Source: an optimization exercise on an open RTL-to-GDS flow (aim: small area). Production flows keep margins and buffers that such runs may drop.
Function was checked by simulation only, so behaviour that the tests miss may differ from the original.
Power and IR drop assume default switching activity.

==> inputs of trial 41 <==
// enc_channel
module enc_channel (
    input  wire        clk,
    input  wire        rst,             
    input  wire        a_in,            
    input  wire        b_in,
    input  wire        z_in,
    input  wire        a_low,           
    input  wire        b_low,
    input  wire        z_low,
    input  wire        en,              
    input  wire [1:0]  cfg_decode,      
    input  wire        cfg_invert,
    input  wire        cfg_z_en,
    input  wire        cfg_z_pol,
    input  wire        cfg_idx_check,
    input  wire        cfg_line_det,
    input  wire [7:0]  cfg_idx_tol,
    input  wire [4:0]  filt_a,          
    input  wire [4:0]  filt_b,
    input  wire [4:0]  filt_z,
    input  wire [24:0] rev_count,       
    input  wire [23:0] idx_exp,         
    input  wire [5:0]  flt_clr,         
    input  wire        cnt_clr,         
    output reg  [23:0] pos,             
    output reg  [31:0] rev,             
    output reg  [31:0] raw,             
    output reg  [31:0] qerr,            
    output reg  [23:0] idx_cap,         
    output reg  [31:0] idx_cnt,         
    output reg  [63:0] edge_till,       
    output reg  [31:0] edge_dt,         
    output reg  [5:0]  flt,             
    output reg         untrusted,       
    output reg         dir,
    output reg         hyst,
    output reg         ev_qburst,       
    output reg  [1:0]  ev_index,        
    output wire [2:0]  ev_line          
);
==> flow/config.mk <==
export PLATFORM = sky130hd
export DESIGN_NAME = enc_channel
export DESIGN_NICKNAME = enc_channel
export VERILOG_FILES = /design/flow/design.v
export SDC_FILE = /design/flow/constraint.sdc
export NUM_CORES = 4
export LEC_CHECK = 0
export CAP_MARGIN = 20
export CORE_MARGIN = 2
export CORE_UTILIZATION = 65
export CTS_BUF_LIST = sky130_fd_sc_hd__clkbuf_4
export SLEW_MARGIN = 20
==> flow/constraint.sdc <==
create_clock -name core_clock -period 13.0 [get_ports {clk}]
set_input_delay 2.6000 -clock core_clock [delete_from_list [all_inputs] [get_ports {clk}]]
set_output_delay 2.6000 -clock core_clock [all_outputs]
set_load 0.01 [all_outputs]
run.sh (not shown) runs the stock make flow with config.mk's settings and CLKGATE_MAP_FILE= SYNTH_SCRIPT=/design/flow/synth_recipe.tcl, a recipe that flattens the netlist after the stock synthesis.
==> trial 83 (differences from trial 41) <==
- CORE_UTILIZATION: 65 -> 40
- CTS_BUF_LIST: sky130_fd_sc_hd__clkbuf_4 -> unset
==> build 5 (differences from trial 41) <==
--- a/flow/design.v
+++ b/flow/design.v
@@ -107,17 +107,18 @@
     parameter W = 25,
     parameter B = 6
 ) (
     input  wire [W-1:0] a,
     input  wire [W-1:0] b,
+    input  wire         ci,
     output wire [W:0]   s
 );
     wire [W-1:0] nb = ~b;
     wire [W-1:0] p  = a ^ nb;
     wire [W-1:0] g  = a & nb;
     wire [W:0]   c;
-    assign c[0] = 1'b1;
+    assign c[0] = ci;
     genvar i, k;
     generate
         for (i = 0; i < W; i = i + 1) begin : g_bit
             if (i > 0 && i % B == 0) begin : g_la
                 wire [B:0] q;
@@ -300,34 +301,27 @@
     wire [31:0] idx_inc;
     enc_incdec #(.W(32), .B(16)) u_icnt (.a(idx_cnt), .ci(z_edge && !(&idx_cnt)), .dn(1'b0),
                                          .s(idx_inc), .co());
     reg idx_pend;
     wire [24:0] d_sgn;
-    enc_sub #(.W(24), .B(6)) u_dsub (.a(idx_cap), .b(idx_exp), .s(d_sgn));
+    enc_sub #(.W(24), .B(6)) u_dsub (.a(idx_cap), .b(idx_exp), .ci(1'b1), .s(d_sgn));
     wire        d_s = d_sgn[24];
     wire [23:0] d_u = d_sgn[23:0] ^ {24{d_s}};
+    wire [25:0] d_w;
+    enc_sub #(.W(25), .B(5)) u_dwrap (.a(rev_count), .b({1'b0, d_u}), .ci(!d_s), .s(d_w));
     reg [24:0] m1_c;          
-    reg [25:0] m2_x, m2_y;    
-    reg [26:0] m2_c;          
+    reg [8:0]  m2_c;          
     always @(*) begin
         m1_c[0] = d_s;
         for (i = 0; i < 24; i = i + 1)
             m1_c[i+1] = (d_u[i] & ~(i < 8 ? cfg_idx_tol[i] : 1'b0)) |
                         (m1_c[i] & (d_u[i] | ~(i < 8 ? cfg_idx_tol[i] : 1'b0)));
-        m2_y[0] = 1'b0;
-        for (i = 0; i < 25; i = i + 1) begin
-            m2_x[i]   = rev_count[i] ^ ~(i < 24 ? d_u[i] : 1'b0) ^ ~(i < 8 ? cfg_idx_tol[i] : 1'b0);
-            m2_y[i+1] = (rev_count[i] & ~(i < 24 ? d_u[i] : 1'b0)) |
-                        (rev_count[i] & ~(i < 8 ? cfg_idx_tol[i] : 1'b0)) |
-                        (~(i < 24 ? d_u[i] : 1'b0) & ~(i < 8 ? cfg_idx_tol[i] : 1'b0));
-        end
-        m2_x[25] = 1'b0;
-        m2_c[0] = ~d_s;
-        for (i = 0; i < 26; i = i + 1)
-            m2_c[i+1] = (m2_x[i] & m2_y[i]) | (m2_c[i] & (m2_x[i] | m2_y[i]));
+        m2_c[0] = 1'b0;
+        for (i = 0; i < 8; i = i + 1)
+            m2_c[i+1] = (d_w[i] & ~cfg_idx_tol[i]) | (m2_c[i] & (d_w[i] | ~cfg_idx_tol[i]));
     end
-    wire mismatch = idx_pend && cfg_idx_check && m1_c[24] && m2_c[26];
+    wire mismatch = idx_pend && cfg_idx_check && m1_c[24] && (m2_c[8] || (d_w[24:8] != 17'd0));
     reg  [24:0] mv_mag;
     reg         mv_neg;
     wire track_missing = cfg_z_en && cfg_idx_check;
     wire mv_zero = (mv_mag == 25'd0);
     wire mv_ci   = track_missing && counted;
@@ -350,23 +344,28 @@
         ms_c[0] = 1'b1;
         for (i = 0; i < 28; i = i + 1)
             ms_c[i+1] = (ms_x[i] & ms_y[i]) | (ms_c[i] & (ms_x[i] | ms_y[i]));
     end
     wire missing = active && track_missing && ms_c[28];
-    reg [17:0] ill_r0, ill_r1, ill_r2;
+    reg  [17:0] ill_r0, ill_r1, ill_r2;
+    reg  [1:0]  ill_p;
     wire live0 = (ill_r0 != 18'd0);
+    wire live1 = (ill_r1 != 18'd0);
     wire live2 = (ill_r2 != 18'd0);
-    wire burst = illegal && live2;
-    wire [17:0] r1_src = illegal ? ill_r0 : ill_r1;
-    wire [17:0] r2_src = illegal ? ill_r1 : ill_r2;
+    wire live_old = ill_p[1] ? live2 : ill_p[0] ? live1 : live0;
+    wire live_new = ill_p[1] ? live1 : ill_p[0] ? live0 : live2;
+    wire burst = illegal && live_old;
+    wire ld0 = illegal && (ill_p == 2'd0);
+    wire ld1 = illegal && (ill_p == 2'd1);
+    wire ld2 = illegal && ill_p[1];
     wire [17:0] r0_dec, r1_dec, r2_dec;
     enc_incdec #(.W(18), .B(9)) u_r0 (.a(ill_r0), .ci(live0), .dn(1'b1), .s(r0_dec), .co());
-    enc_incdec #(.W(18), .B(9)) u_r1 (.a(r1_src), .ci(r1_src != 18'd0), .dn(1'b1), .s(r1_dec), .co());
-    enc_incdec #(.W(18), .B(9)) u_r2 (.a(r2_src), .ci(r2_src != 18'd0), .dn(1'b1), .s(r2_dec), .co());
+    enc_incdec #(.W(18), .B(9)) u_r1 (.a(ill_r1), .ci(live1), .dn(1'b1), .s(r1_dec), .co());
+    enc_incdec #(.W(18), .B(9)) u_r2 (.a(ill_r2), .ci(live2), .dn(1'b1), .s(r2_dec), .co());
     wire [5:0] flt_set  = {missing, mismatch, lz_new, lb_new, la_new, burst};
     wire [5:0] flt_next = (flt & ~flt_clr) | flt_set;
-    wire quiet = !illegal && !live0;
+    wire quiet = !illegal && !live_new;
     wire untrusted_set = burst || la_new || lb_new;
     wire untrusted_clr = (flt_next[2:0] == 3'b000) && quiet;
     always @(posedge clk) begin
         dt_age <= counted ? {27'd0, age_p1} : dt_age_inc;
         if (rst) begin
@@ -394,10 +393,11 @@
             mv_mag    <= 25'd0;
             idx_pend  <= 1'b0;
             ill_r0    <= 18'd0;
             ill_r1    <= 18'd0;
             ill_r2    <= 18'd0;
+            ill_p     <= 2'd0;
         end else begin
             pos  <= pos_next;
             rev  <= rev_next;
             raw  <= raw_next;
             qerr <= qerr_next;
@@ -417,13 +417,15 @@
                 mv_mag <= 25'd0;
             else
                 mv_mag <= mv_step;
             if (mv_ci && mv_zero)
                 mv_neg <= cnt_rev;
-            ill_r0 <= illegal ? WINDOW_M1 : r0_dec;
-            ill_r1 <= r1_dec;
-            ill_r2 <= r2_dec;
+            ill_r0 <= ld0 ? WINDOW_M1 : r0_dec;
+            ill_r1 <= ld1 ? WINDOW_M1 : r1_dec;
+            ill_r2 <= ld2 ? WINDOW_M1 : r2_dec;
+            if (illegal)
+                ill_p <= ill_p[1] ? 2'd0 : ill_p + 2'd1;
         end
         if (rst)
             untrusted <= 1'b0;
         else if (start || untrusted_set)
             untrusted <= untrusted_set;
==> flow/flow/run.sh (new file) <==
#!/bin/bash
# The standard layout, with buf_1 port buffers and a clock tree of
# clkbuf_8 leaves without dummy loads. Each step's log is in orfs/logs/.
set -euo pipefail
export BUFFER_PORTS_ARGS="-buffer_cell sky130_fd_sc_hd__buf_1"
export CTS_ARGS="-sink_clustering_enable -repair_clock_nets -dont_use_dummy_load -buf_list sky130_fd_sc_hd__clkbuf_8 -sink_clustering_size 16 -sink_clustering_max_diameter 80"
bash standard.sh > standard.log 2>&1
==> flow/standard.sh (new file) <==
#!/bin/bash
# synth_recipe.tcl (not shown) runs the flow's synth.tcl, then flattens the netlist and writes it again
# the make line also repeats each setting of config.mk as NAME=value (left out here)
make -C /OpenROAD-flow-scripts/flow DESIGN_CONFIG=/design/flow/config.mk WORK_HOME=/design/flow/orfs CLKGATE_MAP_FILE= SYNTH_SCRIPT=/design/flow/synth_recipe.tcl "${@:-finish}"
- CORE_UTILIZATION: 65 -> 55
- CTS_BUF_LIST: sky130_fd_sc_hd__clkbuf_4 -> unset
removed: flow/run.sh
==> notes <==
The lowest count of clock-buffer cells in the layout belongs to build 5, the highest to trial 41. Non-clock buffer count: trial 41 is lower than build 5 (10). Between build 5 and trial 41, the lower worst setup slack is in build 5 (gap 1.8 ns). Combinational power: build 5 > trial 41 > trial 83. The highest via count belongs to trial 41, the lowest to trial 83.

re-timing with driven ports:
In the flow no input, the clock included, has a driving cell. The finished layouts below were timed again as built, in two steps. Step 1 (the two cells are an assumption about what drives the block):
set clk [get_ports {clk}]
set_driving_cell -lib_cell sky130_fd_sc_hd__clkbuf_16 $clk
set_driving_cell -lib_cell sky130_fd_sc_hd__buf_2 [delete_from_list [all_inputs] $clk]
Step 2, shift: input delay + t, output delay - t, t = (earliest + latest rising clock arrival at the registers) / 2. This alone moves slack from input paths to output paths. a / b / c = ideal / step 1 / step 2; a / b = the first two.
run	t (ns)	setup WS [ns]	worst setup path after step 2	worst slew at a driven data input, ns	cell pins on the clock port's net
trial 41	1.000	2.459 / 2.486 / 1.486	input to register	0.12	1
trial 83	0.680	2.268 / 2.285 / 1.605	input to register	0.12	1
build 5	0.659	0.618 / 0.658 / -0.002	input to register	0.11	1
Met with ideal ports but missed after step 2: setup timing in build 5. The setup slack of trial 41, which loses most, moves by +0.027 ns with the drivers and by -0.973 ns with both steps.
